What follows belongs to an exercise in optimizing a design on an open flow for small area, a short achievable clock period and few clock cycles; a production flow would make more cautious choices. Function was checked by simulation only, so behaviour that the tests miss may differ from the original. Power figures rest on the tool's default switching activity, not on a simulated workload.

==> design.v <==
module turf_dec (
    input  wire       clk,
    input  wire       rst,         
    input  wire       start,       
    input  wire [6:0] width_m1,    
    input  wire       in_valid,
    input  wire [7:0] in_data,
    output wire       in_ready,
    output reg        out_valid,
    output reg  [7:0] out_data,
    output reg        out_last,    
    input  wire       out_ready,
    output wire       err
);
    localparam QD = 3;             
    localparam [1:0] G_LIT = 2'd0,   
                     G_ABV = 2'd2,   
                     G_DLT = 2'd3;   
    localparam [2:0] P_IDLE = 3'd0,
                     P_HDR  = 3'd1,    
                     P_RAW  = 3'd2,    
                     P_TOK  = 3'd3,    
                     P_EXT  = 3'd4,    
                     P_LIT  = 3'd5,    
                     P_REPV = 3'd6,    
                     P_DLT  = 3'd7;    
    reg  [6:0] wm;                 
    wire [7:0] wid = {1'b0, wm} + 8'd1;
    reg        bv;
    reg  [7:0] bd;
    reg  [2:0] ps;
    reg        perr;
    reg  [1:0] hcnt;
    reg  [8:0] brem;               
    reg        big;                
    reg  [7:0] xr;                 
    reg  [6:0] tokl;               
    reg  [1:0] ttyp;
    reg  [7:0] tm;                 
    reg  [6:0] rm;                 
    reg  [1:0] qt [0:QD-1];
    reg  [6:0] qc [0:QD-1];
    reg  [7:0] qv [0:QD-1];
    reg  [QD:0] qn;                
    wire q_space = (qn != QD);
    wire p_run   = !perr && ps != P_IDLE;
    wire p_nopush = (ps == P_HDR && hcnt != 2'd3) ||
                    (ps == P_TOK && (bd[7:6] != 2'd2 || bd[5:0] >= 6'd62)) ||
                    (ps == P_EXT && ttyp != 2'd2);
    wire p_pop   = bv && p_run && (q_space || p_nopush);
    assign in_ready = !bv || p_pop;
    assign err      = perr;
    wire body_end = !big && brem == 9'd0;
    wire body_one = !big && brem == 9'd1;    
    wire [8:0] m_len = (ps == P_EXT) ? {1'b0, bd} + 9'd63 : {3'd0, bd[5:0]} + 9'd1;
    wire       m_ok  = m_len <= {1'b0, xr};
    wire [7:0] xr_m  = xr - m_len[7:0];
    reg        push;
    reg  [1:0] push_t;
    reg  [6:0] push_c;
    reg  [7:0] push_v;
    reg  [2:0] ps_n;
    reg        perr_n;
    always @(*) begin
        push   = 1'b0;
        push_t = G_LIT;
        push_c = 7'd0;
        push_v = bd;
        ps_n   = ps;
        perr_n = 1'b0;
        case (ps)
            P_HDR: if (p_pop && hcnt == 2'd3) begin
                if (bd[7:2] != 6'd0 || bd[1:0] == 2'b11)
                    perr_n = 1'b1;
                else if (bd[1:0] == 2'b01) begin
                    if (!big && brem == {1'b0, wid}) ps_n = P_RAW;
                    else perr_n = 1'b1;
                end else if (bd[1:0] == 2'b10) begin
                    if (body_end) begin
                        push   = 1'b1;
                        push_t = G_ABV;
                        push_c = wm;
                    end else
                        perr_n = 1'b1;
                end else
                    ps_n = P_TOK;
            end
            P_RAW: if (p_pop) begin
                push = 1'b1;
                if (xr == 8'd1) ps_n = P_HDR;
            end
            P_TOK, P_EXT: begin
                if (body_end)
                    perr_n = 1'b1;
                else if (p_pop) begin
                    if (ps == P_TOK && (tokl == 7'd0 || bd[5:0] == 6'd63))
                        perr_n = 1'b1;
                    else if (ps == P_TOK && bd[5:0] == 6'd62)
                        ps_n = P_EXT;
                    else if (!m_ok)
                        perr_n = 1'b1;
                    else begin
                        case ((ps == P_TOK) ? bd[7:6] : ttyp)
                            2'd0: ps_n = P_LIT;
                            2'd1: ps_n = P_REPV;
                            2'd3: ps_n = P_DLT;
                            default: begin
                                push   = 1'b1;
                                push_t = G_ABV;
                                push_c = m_len[6:0] - 7'd1;
                                if (xr_m == 8'd0)
                                    if (body_one) ps_n = P_HDR;
                                    else perr_n = 1'b1;
                                else
                                    ps_n = P_TOK;
                            end
                        endcase
                    end
                end
            end
            P_LIT, P_REPV, P_DLT: begin
                if (body_end)
                    perr_n = 1'b1;
                else if (p_pop) begin
                    push = 1'b1;
                    if (ps == P_REPV)
                        push_c = rm;
                    else if (ps == P_DLT) begin
                        push_t = G_DLT;
                        push_c = (tm == 8'd1) ? 7'd0 : 7'd1;
                    end
                    if (ps == P_DLT && tm == 8'd1 && bd[7:4] != 4'd0)
                        perr_n = 1'b1;
                    else if (ps == P_REPV || tm == 8'd1 || (ps == P_DLT && tm == 8'd2)) begin
                        if (xr == 8'd0)
                            if (body_one) ps_n = P_HDR;
                            else perr_n = 1'b1;
                        else
                            ps_n = P_TOK;
                    end
                end
            end
            default: ;
        endcase
    end
    always @(posedge clk) begin
        if (rst) begin
            ps   <= P_IDLE;
            perr <= 1'b0;
            bv   <= 1'b0;
        end else if (start) begin
            ps   <= P_HDR;
            perr <= 1'b0;
            bv   <= 1'b0;
            hcnt <= 2'd0;
            wm   <= width_m1;
        end else begin
            if (in_valid && in_ready) begin
                bv <= 1'b1;
                bd <= in_data;
            end else if (p_pop)
                bv <= 1'b0;
            if (perr_n)
                perr <= 1'b1;
            ps <= ps_n;
            if (p_pop) begin
                if (ps != P_HDR)
                    brem <= brem - 9'd1;
                case (ps)
                    P_HDR: begin
                        hcnt <= hcnt + 2'd1;
                        case (hcnt)
                            2'd0: begin brem[7:0] <= bd; big <= 1'b0; end
                            2'd1: begin brem[8] <= bd[0]; big <= bd[7:1] != 7'd0; end
                            2'd2: if (bd != 8'd0) big <= 1'b1;
                            default: begin
                                xr   <= wid;
                                tokl <= {1'b0, wm[6:1]} + 7'd17;
                            end
                        endcase
                    end
                    P_RAW: xr <= xr - 8'd1;
                    P_TOK, P_EXT: begin
                        if (ps == P_TOK) begin
                            tokl <= tokl - 7'd1;
                            ttyp <= bd[7:6];
                        end
                        if (ps == P_EXT || bd[5:0] < 6'd62) begin
                            xr <= xr_m;
                            tm <= m_len[7:0];
                            rm <= m_len[6:0] - 7'd1;
                        end
                    end
                    P_LIT: tm <= tm - 8'd1;
                    P_DLT: tm <= tm - 8'd2;
                    default: ;
                endcase
            end
        end
    end
    reg        frow;               
    reg        rs;                 
    reg  [6:0] ex;                 
    reg  [7:0] dl1;                
    reg  [7:0] dl2;                
    wire       can_out = !out_valid || out_ready;
    wire       emit    = (qn != 0) && can_out;
    wire [7:0] prev    = rs ? 8'd0 : dl1;
    wire [7:0] above   = frow ? 8'd0 : dl2;
    wire [7:0] dpix    = prev + {{4{qv[0][3]}}, qv[0][3:0]};
    wire [7:0] pix     = (qt[0] == G_ABV) ? above :
                         (qt[0] == G_DLT) ? dpix : qv[0];
    wire       last    = (ex == wm);
    wire       hdone   = (qc[0] == 7'd0);   
    wire [6:0] dsel = wm - 7'd1;
    wire [7:0] tap [0:7];
    assign tap[0] = dl1;
    genvar gi;
    generate
        for (gi = 0; gi < 7; gi = gi + 1) begin : g_seg
            localparam integer L = 1 << (6 - gi);             
            reg [8*L-1:0] sr;
            if (L == 1) begin : g_one
                always @(posedge clk)
                    if (emit) sr <= tap[gi];
            end else begin : g_many
                always @(posedge clk)
                    if (emit) sr <= {sr[8*L-9:0], tap[gi]};
            end
            assign tap[gi + 1] = dsel[6 - gi] ? sr[8*L-1 -: 8] : tap[gi];
        end
    endgenerate
    always @(posedge clk) begin
        if (emit) begin
            dl1 <= pix;
            dl2 <= (wm == 7'd0) ? pix : tap[7];
        end
    end
    integer j;
    always @(posedge clk) begin
        if (rst || start) begin
            qn   <= 0;
            frow <= 1'b1;
            rs   <= 1'b1;
            ex   <= 7'd0;
        end else begin
            if (emit) begin
                rs <= last;
                if (last) begin
                    ex   <= 7'd0;
                    frow <= 1'b0;
                end else
                    ex <= ex + 7'd1;
            end
            if (emit && hdone) begin
                for (j = 0; j < QD - 1; j = j + 1) begin
                    qt[j] <= qt[j + 1];
                    qc[j] <= qc[j + 1];
                    qv[j] <= qv[j + 1];
                end
                if (push) begin
                    qt[qn - 1] <= push_t;
                    qc[qn - 1] <= push_c;
                    qv[qn - 1] <= push_v;
                end else
                    qn <= qn - 1;
            end else begin
                if (emit) begin
                    qc[0] <= qc[0] - 7'd1;
                    if (qt[0] == G_DLT)
                        qv[0] <= {4'd0, qv[0][7:4]};
                end
                if (push) begin
                    qt[qn] <= push_t;
                    qc[qn] <= push_c;
                    qv[qn] <= push_v;
                    qn <= qn + 1;
                end
            end
        end
    end
    always @(posedge clk) begin
        if (rst || start) begin
            out_valid <= 1'b0;
        end else if (emit) begin
            out_valid <= 1'b1;
            out_data  <= pix;
            out_last  <= last;
        end else if (out_ready) begin
            out_valid <= 1'b0;
        end
    end
endmodule
==> run.sh <==
#!/bin/bash
# synth_recipe.tcl (not shown) runs the flow's synth.tcl, then flattens the netlist and writes it again
# the make line also repeats each setting of config.mk as NAME=value (left out here)
make -C /OpenROAD-flow-scripts/flow DESIGN_CONFIG=/design/flow/config.mk WORK_HOME=/design/flow/orfs CLKGATE_MAP_FILE= SYNTH_SCRIPT=/design/flow/synth_recipe.tcl finish
==> config.mk <==
export PLATFORM = sky130hd
export DESIGN_NAME = turf_dec
export DESIGN_NICKNAME = turf_dec
export VERILOG_FILES = /design/flow/design.v
export SDC_FILE = /design/flow/constraint.sdc
export NUM_CORES = 4
export LEC_CHECK = 0
export CAP_MARGIN = 20
export CORE_MARGIN = 2
export CORE_UTILIZATION = 40
export PLACE_DENSITY = 0.6
export SLEW_MARGIN = 20
==> constraint.sdc <==
create_clock -name core_clock -period 8.0 [get_ports {clk}]
set_input_delay 1.6000 -clock core_clock [delete_from_list [all_inputs] [get_ports {clk}]]
set_output_delay 1.6000 -clock core_clock [all_outputs]
set_load 0.01 [all_outputs]
==> out/metrics.yaml <==
netlist_area_mm2: 0.0413
yosysWarnings: 1
worst_setup_path_end_kind: "flip-flop"
yosysSeqAreaShare_pct: 84.6
synthFlopType: "edfxtp_1"
ys_seq_elements: 1170
synth.top_cell.area_share_pct: 83.6
htree_num_levels: 3
fp.coreArea_mm2: 0.102
tightestPinTransition_ps: 1200
clk_pin_slew_ps: 60
maxSlewHeadroom_pct: 18.1
rrSetupSlack_ps: 1600
max-clock-path-buffers: 3
crit-reg2reg-capture: "qv[0][1]$_DFFE_PP_"
synth_nets: 2274
critical_path_class: "flip-flop to flip-flop"
synth_cells: 2195
dieArea_mm2: 0.106
final_hold_viol_count: 0
rsz0062_at_grt: "no"
yosysUniqueCellTypes: 86
layout-drive-gt1-share_pct: 9.20
grt_max_degree: 226
cp-start-kind: "flip-flop"
whs_path_depth: 0
reg2reg_from: "bd[0]$_DFFE_PP_"
min_period_ps: 6400
cts_tree: "done"
syn2layout_area_growth_pct: 14.0
ff_latch_area_mm2: 0.0349
synth_xor_area_share_pct: 1.81
drc: 0
num_antenna_cells: 0
final_common_cell: "edfxtp_1"
irDropWorstVdd_v: 0.000199
first_iter_violations: 2030
syn_area_per_cell_um2: 18.8
synthAdderAreaFrac_pct: 1.82
wl_per_cell_um: 18.9
synth.largest_area_cell: "edfxtp_1"
min_period_over_period_pct: 80.0
num_vias: 18796
portBuffers: 31
clk_latency_ps: 690
num_io_pins: 32
async_flop_share_pct: 0
worstRegToRegCells: 21
initial_core_util_pct: 40.4
grt_pass1_vias: 18272
synth_area_leaders: "edfxtp_1, ha_1, nor2_1, nand2_1, a21oi_1"
critical_path_arrival_ps: 6780
min_from: "g_seg[3].sr[36]$_DFFE_PP_"
holdPathEnd: "g_seg[3].sr[44]$_DFFE_PP_"
cts_resized: 0
skew_ps: 43.3
synth_compound_area_share_pct: 4.73
multi_input_area_mm2: 0.00589
grtUsageTotal_pct: 13.2
fillCellCount: 8718
place_hpwl_um: 42100
path_max_fanout: 20
fmax_mhz: 156
root_buffer: "clkbuf_16"
hold_ws_ps: 380
wl_um: 71200
globalRouteOverflowTotal: 0
hp-class: "flip-flop to flip-flop"
die_x_um: 325
required_ps: 8380
muxShareOfSynthArea_pct: 0.575
nets: 2387
gp_congestion: 0.861
drv_cap: 0
synth_top_family_by_area: "simple AND/OR/NAND/NOR gates"
firstDrtPassIters: 7
rows: 117
die-height_um: 325
via_per_inst: 4.99
setup_tns_ps: 0
hold_buffers: 0
status: "no timing/DRC/antenna violations"
cts_buffers: 113
p_per_area_mw_per_mm2: 263
leakagePower_nw: 15.2
antenna_found_initial: 1
cts.sinks: 1170
setup_viol: 0
grt_pass1_wl_um: 110000
post_cts_buffers: 0
ant_nets: 0
maxSlewViolCount: 0
synth_edf_count: 1151
synth-simple-area-share_pct: 5.18
final_cell_mix: "edfxtp_1, nor2_1, nand2_1"
## stage by stage
stage	total power [mW]	area, µm²	util, %	instances	setup slack [ps]
global route	12.8	47100	46.1	3770	1170
CTS	12.6	47100	46.1	3769	1630
detailed placement	7.25	43400	42.4	3560	1670
finish	12.4	47100	46.1	3770	1600
floorplan	7.14	41300	-	2195	1550
global placement	7.25	43400	42.4	3560	1800
## registers in the layout, indices dropped and copies added (netlist names), 9 cells and up
name,flops
g_seg.sr,1016
qv,24
qc,21
brem,9
## worst max-delay path by stage
stage	startpoint	cells past startpoint	endpoint	slack [ps]
final	bd[0]$_DFFE_PP_	21	qv[0][1]$_DFFE_PP_	1600
after global routing	bd[0]$_DFFE_PP_	21	qv[0][0]$_DFFE_PP_	1170
after CTS	bd[0]$_DFFE_PP_	21	qv[0][1]$_DFFE_PP_	1630
after detailed placement	bd[0]$_DFFE_PP_	21	qv[0][4]$_DFFE_PP_	1670
after global placement	bd[0]$_DFFE_PP_	21	qv[0][4]$_DFFE_PP_	1800
after floorplan	out_ready	7	qc[1][0]$_DFFE_PP_	1550
## cells in the mapped netlist (6+ instances only)
| master | n |
|---|---|
| nor2b_1 | 17 |
| inv_1 | 79 |
| nor3_1 | 22 |
| o21ai_1 | 20 |
| o22ai_1 | 19 |
| dfxtp_1 | 19 |
| nand3b_1 | 9 |
| o31ai_1 | 12 |
| ha_1 | 57 |
| o221ai_1 | 9 |
| a21oi_1 | 79 |
| xor2_1 | 31 |
| a31oi_1 | 12 |
| mux2i_1 | 17 |
| and3_1 | 10 |
| or3_1 | 9 |
| o311a_1 | 6 |
| nand2b_1 | 11 |
| a22o_1 | 7 |
| o21a_1 | 6 |
| a211oi_1 | 6 |
| nor2_1 | 123 |
| o21ai_0 | 52 |
| xnor2_1 | 45 |
| nand3_1 | 22 |
| clkbuf_1 | 44 |
| nand2_1 | 122 |
| nand4_1 | 13 |
| o211ai_1 | 22 |
| nor4_1 | 18 |
| edfxtp_1 | 1151 |
| nor4b_1 | 7 |
## layer usage
metal	share of wire (%)	global-route usage (%)	up-vias	wire length (µm)
li1	-	-	8729	-
met1	50	20.5	9560	35800
met2	43	18.9	378	30700
met3	3.9	2.36	129	2810
met4	2.7	4.36	0	1950
met5	0	0	-	0
## critical path: stages (launching register included)
cell and delay [ps]:
edfxtp_1 660, inv_1 370, ha_1 270, or3b_2 470, mux2i_1 170, xnor2_1 350
ha_1 400, o21ai_0 170, a21oi_1 90, o221ai_1 340, nand3_1 290, nor2_2 380
nor2_1 90, o21ai_1 180, ha_1 260, nor2b_1 80, nand2_1 80, nor2_1 50
o21ai_2 580, buf_4 340, nand2_1 120, or2_2 380
## kinds of logic (layout without fill, tap and decap cells)
group / Yosys count / count (layout)
AOI/OAI and AO/OA: 301 / 301
and+or+nand+nor: 425 / 425
muxes: 23 / 23
buffers and inverters: 137 / 344
xor gates and xnor gates: 80 / 80
DFF: 1170 / 1170
adders and majority gates: 59 / 59
## where the power goes
part | switching [mW] | leakage (nW) | internal, mW
clock network | 2.25 | 1.81 | 3.02
logic | 0.221 | 2.88 | 0.100
registers | 0.0392 | 10.5 | 6.76
total | 2.51 | 15.2 | 9.89
## cell type report
| type | count | share of cell area [%] |
|---|---|---|
| Multi-Input combinational cell | 888 | 12.5 |
| Tap cell | 1368 | 3.63 |
| Sequential cell | 1170 | 74.2 |
| Inverter | 81 | 0.645 |
| Clock buffer | 131 | 6.15 |
| Clock inverter | 78 | 1.73 |
| Timing Repair Buffer | 54 | 1.17 |
Testbench counts, summed over its fixed seeds: cycles 66,280.

[re-timing with driven ports]
Ports are ideal in the flow. The routed layout listed here was re-timed in OpenROAD.
Step 1 sets driving cells, clkbuf_16 on the clock port and buf_2 on the other inputs (assumed; they add their load-dependent delay and slew).
Step 2 adds t to the input delays and takes it off the output delays; t is the mean of the earliest and latest rising clock arrival at the registers after step 1. Input paths then give back, and output paths get back, about the clock's delay inside the block.
Slacks: ideal ports / drivers / drivers and shift; pairs: ideal ports / drivers.
t, ns: 0.737
setup slack, ns: 1.599 / 1.599 / 1.599
worst setup path after step 2: register to register
clock arrival spread, ns: 0.047 / 0.048
worst data-port slew with drivers (ns): 0.04
After both steps this run still meets setup and hold. For this run, drivers alone change the setup slack by 0.000 ns; drivers and shift together by 0.000 ns.
